What follows belongs to an exercise in optimizing a design on an open flow for small area, a short achievable clock period and few clock cycles per item; a production flow would make more cautious choices. In this exercise RTL edits were held to simulation tests only and were not proved equivalent to the original.

oak:
==> flow/design.v (excerpt) <==
module air_cmac (
    input  wire         clk,
    input  wire         rst,
    input  wire         in_valid,
    output wire         in_ready,
    input  wire         in_first,
    input  wire         in_last,
    input  wire [4:0]   in_nbytes,
    input  wire [127:0] in_key,
    input  wire [127:0] in_data,
    output reg          out_valid,
    input  wire         out_ready,
    output wire [63:0]  out_tag
);
For scale: roughly 6,400 cells after synthesis, roughly 670 flip-flops, ~330 I/O pins, ~61,000 sq um of cells after synthesis.
==> module aes_key_step, before the edit <==
module aes_key_step (
    input  wire [127:0] rk,
    input  wire [7:0]   rcon,
    output wire [127:0] next
);
    wire [31:0] w0 = rk[127:96] ^ {rcon, 24'h0};
    wire [31:0] w1 = rk[95:64];
    wire [31:0] w2 = rk[63:32];
    wire [31:0] w3 = rk[31:0];
    wire [31:0] sw;
    aes_sbox u_s0 (.a(w3[23:16]), .y(sw[31:24]));
    aes_sbox u_s1 (.a(w3[15:8]),  .y(sw[23:16]));
    aes_sbox u_s2 (.a(w3[7:0]),   .y(sw[15:8]));
    aes_sbox u_s3 (.a(w3[31:24]), .y(sw[7:0]));
    wire [31:0] p1 = w0 ^ w1;
    wire [31:0] p2 = p1 ^ w2;
    wire [31:0] p3 = p2 ^ w3;
    assign next = {w0 ^ sw, p1 ^ sw, p2 ^ sw, p3 ^ sw};
endmodule
==> module aes_round, before the edit <==
module aes_round (
    input  wire [127:0] state,
    input  wire [127:0] rk,
    output wire [127:0] sr,
    output wire [127:0] mcx
);
    wire [127:0] sb;
    genvar i;
    generate
        for (i = 0; i < 16; i = i + 1) begin : g_sub
            aes_sbox u_sbox (.a(state[127-8*i -: 8]), .y(sb[127-8*i -: 8]));
        end
    endgenerate
    genvar c, r, j;
    generate
        for (c = 0; c < 4; c = c + 1) begin : g_col
            for (r = 0; r < 4; r = r + 1) begin : g_row
                assign sr[127-8*(4*c+r) -: 8] = sb[127-8*(4*((c+r)%4)+r) -: 8];
            end
        end
    endgenerate
    generate
        for (c = 0; c < 4; c = c + 1) begin : g_mix
            wire [7:0] a [0:3];
            wire [7:0] p [0:3];
            for (r = 0; r < 4; r = r + 1) begin : g_a
                assign a[r] = sr[127-32*c-8*r -: 8];
            end
            for (r = 0; r < 4; r = r + 1) begin : g_p
                assign p[r] = a[r] ^ a[(r+1)%4];
            end
            for (r = 0; r < 4; r = r + 1) begin : g_out
                wire [7:0] k  = rk[127-32*c-8*r -: 8];
                wire [7:0] x  = (a[(r+1)%4] ^ k) ^ p[(r+2)%4];
                wire [7:0] y  = {p[r][6:4], p[r][3] ^ p[r][7], p[r][2] ^ p[r][7],
                                 p[r][1], p[r][0] ^ p[r][7], p[r][7]};
                assign mcx[127-32*c-8*r -: 8] = x ^ y;
            end
        end
    endgenerate
endmodule
==> module air_cmac, before the edit <==
module air_cmac (
    input  wire         clk,
    input  wire         rst,
    input  wire         in_valid,
    output wire         in_ready,
    input  wire         in_first,
    input  wire         in_last,
    input  wire [4:0]   in_nbytes,
    input  wire [127:0] in_key,
    input  wire [127:0] in_data,
    output reg          out_valid,
    input  wire         out_ready,
    output wire [63:0]  out_tag
);
    reg         bfull;
    reg [127:0] blk;
    reg         bfirst, blast, bhit;
    reg [4:0]   bnb;
    reg [127:0] key_r;     
    reg [127:0] l_r;       
    reg         l_valid;
    reg [127:0] state;     
    reg [127:0] rk;        
    reg [3:0]   rnd;       
    reg         fin_rnd;   
    reg         sel_w3;    
    reg  [7:0]  rcon;      
    reg         pend;      
    reg         job_l;     
    reg         job_last;  
    assign in_ready = !bfull;
    assign out_tag  = state[127:64];
    function automatic [127:0] dbl(input [127:0] v);
        dbl = {v[126:0], 1'b0} ^ (v[127] ? 128'h87 : 128'h0);
    endfunction
    wire [127:0] k1 = dbl(l_r);
    wire [127:0] k2 = dbl(k1);
    reg  [127:0] padded;
    integer b;
    always @(*) begin
        for (b = 0; b < 16; b = b + 1) begin
            if (b < bnb)
                padded[127-8*b -: 8] = blk[127-8*b -: 8];
            else if (b == bnb)
                padded[127-8*b -: 8] = 8'h80;
            else
                padded[127-8*b -: 8] = 8'h00;
        end
    end
    wire         need_l = bfirst && !bhit;
    wire [127:0] m_in   = !blast         ? blk :
                          (bnb >= 5'd16) ? (blk ^ k1) : (padded ^ k2);
    wire [127:0] feed   = (need_l ? 128'h0 : m_in) ^ key_r;
    wire [127:0] rk_next;
    wire [127:0] sr, mcx;
    aes_key_step u_key (.rk({fin_rnd ? key_r[127:32] : rk[127:32],
                              sel_w3  ? key_r[31:0]   : rk[31:0]}),
                        .rcon(rcon), .next(rk_next));
    aes_round    u_rnd (.state(state), .rk(rk), .sr(sr), .mcx(mcx));
    wire wr_l    = fin_rnd && pend && job_l;                 
    wire wr_tag  = fin_rnd && pend && !job_l && job_last;      
    wire start   = fin_rnd && bfull && !(pend && (job_l || job_last)) &&
                   !(out_valid && !out_ready);
    wire keep_x  = pend;
    wire add_f   = !(pend && (job_l || job_last));
    wire [127:0] keep_m = {128{keep_x}};
    wire [127:0] fin    = (sr & keep_m) ^ ((rk & keep_m) ^ (add_f ? feed : 128'h0));
    always @(posedge clk) begin
        if (!bfull) begin
            blk    <= in_data;
            bnb    <= in_nbytes;
            bfirst <= in_first;
            blast  <= in_last;
            bhit   <= l_valid && (in_key == key_r);
            if (in_valid && in_first) begin
                key_r <= in_key;
                if (in_key != key_r)
                    l_valid <= 1'b0;
            end
        end
        if (out_valid && out_ready)
            out_valid <= 1'b0;
        if (!fin_rnd) begin
            state <= mcx;
            rk    <= rk_next;
            rnd   <= rnd + 4'd1;
            fin_rnd <= (rnd == 4'd9);
            sel_w3  <= rnd[3] && rnd[0];    
            rcon    <= (rnd == 4'd9) ? 8'h01 : {rcon[6:0], 1'b0} ^ (rcon[7] ? 8'h1b : 8'h00);
        end else begin
            if (wr_l) begin
                l_r     <= fin;
                l_valid <= 1'b1;
                bhit    <= 1'b1;
                pend    <= 1'b0;
            end
            if (wr_tag) begin
                state     <= fin;               
                out_valid <= 1'b1;
                pend      <= 1'b0;
            end
            if (start) begin
                state    <= fin;
                rk       <= rk_next;
                rnd      <= 4'd1;
                fin_rnd  <= 1'b0;
                sel_w3   <= 1'b0;
                rcon     <= 8'h02;
                pend     <= 1'b1;
                job_l    <= need_l;
                job_last <= blast;
            end
        end
        if (!bfull)
            bfull <= in_valid;
        else if (start && !need_l)
            bfull <= 1'b0;
        if (rst) begin
            bfull     <= 1'b0;
            rnd       <= 4'd10;
            fin_rnd   <= 1'b1;
            sel_w3    <= 1'b1;
            rcon      <= 8'h01;
            pend      <= 1'b0;
            out_valid <= 1'b0;
            l_valid   <= 1'b0;
        end
    end
endmodule
export LEC_CHECK = 0
export CAP_MARGIN = 20
export CORE_MARGIN = 2
export CORE_UTILIZATION = 55
export CTS_BUF_LIST = sky130_fd_sc_hd__clkbuf_4 sky130_fd_sc_hd__clkbuf_8
export PLACE_DENSITY = 0.75
export SETUP_SLACK_MARGIN = 3.8
export SLEW_MARGIN = 20
create_clock -name core_clock -period 10.0 [get_ports {clk}]
standard.sh (not shown) runs the stock make flow with config.mk's settings and CLKGATE_MAP_FILE= SYNTH_SCRIPT=/design/flow/synth_recipe.tcl, a recipe that flattens the netlist after the stock synthesis.
==> flow/flow/run.sh <==
#!/bin/bash
# Layout flow: the standard flow (standard.sh) with two changes.
#  1. Synthesis: ABC maps the logic with flow/abc_map.script (an area-
#     oriented &nf mapping) in place of ORFS's abc_speed/abc_area script.
#     Everything else in synthesis, registers included, is the standard
#     synthesis.
#  2. Placement: the port buffers that buffer_ports puts on every input and
#     output are sky130_fd_sc_hd__buf_1 cells.
# Each tool's output goes to the ORFS logs under orfs/logs; make's own
# output goes to flow_make.log.
set -euo pipefail
HERE=$(pwd)

# ORFS's synth.tcl, with abc_args pointed at our ABC script right after the
# preamble has set them up.
sed "/source \$::env(SCRIPTS_DIR)\/synth_preamble.tcl/a set abc_args [lreplace \$abc_args 1 1 $HERE/flow/abc_map.script]" \
    "$FLOW_HOME/scripts/synth.tcl" > "$HERE/synth_core.tcl"
grep -q "abc_map.script" "$HERE/synth_core.tcl"
# The standard flow's synthesis wrapper, sourcing that copy instead of ORFS's.
sed "s#source \$::env(SCRIPTS_DIR)/synth.tcl#source $HERE/synth_core.tcl#" \
    "$HERE/synth_recipe.tcl" > "$HERE/synth_top.tcl"
grep -q "synth_core.tcl" "$HERE/synth_top.tcl"

bash "$HERE/standard.sh" SYNTH_SCRIPT="$HERE/synth_top.tcl" \
    BUFFER_PORTS_ARGS="-buffer_cell sky130_fd_sc_hd__buf_1" \
    finish > "$HERE/flow_make.log" 2>&1
==> flow/flow/abc_map.script <==
strash
&get -n
&dch -f
&nf -R 1000
&put
buffer -c
topo
stime -c
upsize -c
dnsize -c
Testbench counts of oak, summed over its fixed seeds: cycles 28,895, blocks 2,635.
Input-level comparison between pine and oak:
-- flow/design.v --
<<< oak, line 138
    output wire [127:0] next
);
    wire [31:0] w0 = rk[127:96] ^ {rcon, 24'h0};
    wire [31:0] w1 = rk[95:64];
    wire [31:0] w2 = rk[63:32];
>>> pine, line 138
    output wire [127:0] next
);
    wire [31:0] w0 = rk[127:96];
    wire [31:0] w1 = rk[95:64];
    wire [31:0] w2 = rk[63:32];
<<< oak, line 147
    aes_sbox u_s2 (.a(w3[7:0]),   .y(sw[15:8]));
    aes_sbox u_s3 (.a(w3[31:24]), .y(sw[7:0]));
    wire [31:0] p1 = w0 ^ w1;
    wire [31:0] p2 = p1 ^ w2;
    wire [31:0] p3 = p2 ^ w3;
    assign next = {w0 ^ sw, p1 ^ sw, p2 ^ sw, p3 ^ sw};
endmodule
module aes_round (
    input  wire [127:0] state,
    input  wire [127:0] rk,
    output wire [127:0] sr,
    output wire [127:0] mcx
);
    wire [127:0] sb;
    genvar i;
>>> pine, line 147
    aes_sbox u_s2 (.a(w3[7:0]),   .y(sw[15:8]));
    aes_sbox u_s3 (.a(w3[31:24]), .y(sw[7:0]));
    wire [31:0] t = sw ^ {rcon, 24'h0};
    wire [31:0] p1 = w0 ^ w1;
    wire [31:0] p2 = p1 ^ w2;
    wire [31:0] p3 = p2 ^ w3;
    assign next = {w0 ^ t, p1 ^ t, p2 ^ t, p3 ^ t};
endmodule
module aes_round (
    input  wire [127:0] state,
    output wire [127:0] sr,
    output wire [127:0] mc
);
    function automatic [7:0] xt(input [7:0] b);
        xt = {b[6:0], 1'b0} ^ (b[7] ? 8'h1b : 8'h00);
    endfunction
    wire [127:0] sb;
    genvar i;
<<< oak, line 165
        end
    endgenerate
    genvar c, r, j;
    generate
        for (c = 0; c < 4; c = c + 1) begin : g_col
>>> pine, line 168
        end
    endgenerate
    genvar c, r;
    generate
        for (c = 0; c < 4; c = c + 1) begin : g_col
<<< oak, line 175
    generate
        for (c = 0; c < 4; c = c + 1) begin : g_mix
            wire [7:0] a [0:3];
            wire [7:0] p [0:3];
            for (r = 0; r < 4; r = r + 1) begin : g_a
                assign a[r] = sr[127-32*c-8*r -: 8];
            end
            for (r = 0; r < 4; r = r + 1) begin : g_p
                assign p[r] = a[r] ^ a[(r+1)%4];
            end
            for (r = 0; r < 4; r = r + 1) begin : g_out
                wire [7:0] k  = rk[127-32*c-8*r -: 8];
                wire [7:0] x  = (a[(r+1)%4] ^ k) ^ p[(r+2)%4];
                wire [7:0] y  = {p[r][6:4], p[r][3] ^ p[r][7], p[r][2] ^ p[r][7],
                                 p[r][1], p[r][0] ^ p[r][7], p[r][7]};
                assign mcx[127-32*c-8*r -: 8] = x ^ y;
            end
        end
    endgenerate
>>> pine, line 178
    generate
        for (c = 0; c < 4; c = c + 1) begin : g_mix
            wire [7:0] a0 = sr[127-32*c -: 8];
            wire [7:0] a1 = sr[119-32*c -: 8];
            wire [7:0] a2 = sr[111-32*c -: 8];
            wire [7:0] a3 = sr[103-32*c -: 8];
            wire [7:0] t  = a0 ^ a1 ^ a2 ^ a3;
            assign mc[127-32*c -: 8] = a0 ^ t ^ xt(a0 ^ a1);
            assign mc[119-32*c -: 8] = a1 ^ t ^ xt(a1 ^ a2);
            assign mc[111-32*c -: 8] = a2 ^ t ^ xt(a2 ^ a3);
            assign mc[103-32*c -: 8] = a3 ^ t ^ xt(a3 ^ a0);
        end
    endgenerate
<<< oak, line 247
    wire [127:0] feed   = (need_l ? 128'h0 : m_in) ^ key_r;
    wire [127:0] rk_next;
    wire [127:0] sr, mcx;
    aes_key_step u_key (.rk({fin_rnd ? key_r[127:32] : rk[127:32],
                              sel_w3  ? key_r[31:0]   : rk[31:0]}),
                        .rcon(rcon), .next(rk_next));
    aes_round    u_rnd (.state(state), .rk(rk), .sr(sr), .mcx(mcx));
    wire wr_l    = fin_rnd && pend && job_l;                 
    wire wr_tag  = fin_rnd && pend && !job_l && job_last;      
>>> pine, line 244
    wire [127:0] feed   = (need_l ? 128'h0 : m_in) ^ key_r;
    wire [127:0] rk_next;
    wire [127:0] sr, mc;
    aes_key_step u_key (.rk({fin_rnd ? key_r[127:32] : rk[127:32],
                              sel_w3  ? key_r[31:0]   : rk[31:0]}),
                        .rcon(rcon), .next(rk_next));
    aes_round    u_rnd (.state(state), .sr(sr), .mc(mc));
    wire wr_l    = fin_rnd && pend && job_l;                 
    wire wr_tag  = fin_rnd && pend && !job_l && job_last;      
<<< oak, line 276
            out_valid <= 1'b0;
        if (!fin_rnd) begin
            state <= mcx;
            rk    <= rk_next;
            rnd   <= rnd + 4'd1;
>>> pine, line 273
            out_valid <= 1'b0;
        if (!fin_rnd) begin
            state <= mc ^ rk;
            rk    <= rk_next;
            rnd   <= rnd + 4'd1;
### Flow results
For the buffer share of cell area, pine came in 0.26 points higher than oak did. Going from oak to pine, the antenna diode instance count was found to have gone down by 3. Diff oak -> pine | number of logic stages on the critical path including buffering | decrease of 1. pine vs oak, clock-buffer cell count went down by 2. pine against oak: minimum clock period after layout down 0.14 ns; routed wire length lost 2.3%; fraction of layout instances using a drive strength above 1 saw an increase; clock buffer count from CTS -3. Looking at global-route usage, pine sits below oak. Going from oak to pine, global-route wire length before repair -4500 um; worst hold slack comparable. pine vs oak: portion of the clock cycle consumed by the worst path in the final layout down.
Testbench counts of pine, summed over its fixed seeds: cycles 28,895, blocks 2,635.

==> separate check: timing with driven ports <==
No port has a modelled driver above. Below, the same layouts with a new extraction and two added sets of constraints. Step 1: set_driving_cell puts a clkbuf_16 on clk and a buf_2 on each other input, an assumption about the parent block. Step 2, shift: input delay + t, output delay - t, t = (earliest + latest rising clock arrival at the registers) / 2. This alone moves slack from input paths to output paths. Slacks: no drivers / after step 1 / after step 2; pairs: no drivers / after step 1.
| run | t, ns | slack for setup (ns) | worst setup path at the end |
|---|---|---|---|
| oak | 0.930 | 3.826 / 3.826 / 3.826 | register to register |
| pine | 0.893 | 3.967 / 3.967 / 3.967 | register to register |
After both steps setup and hold are still met in every run listed.
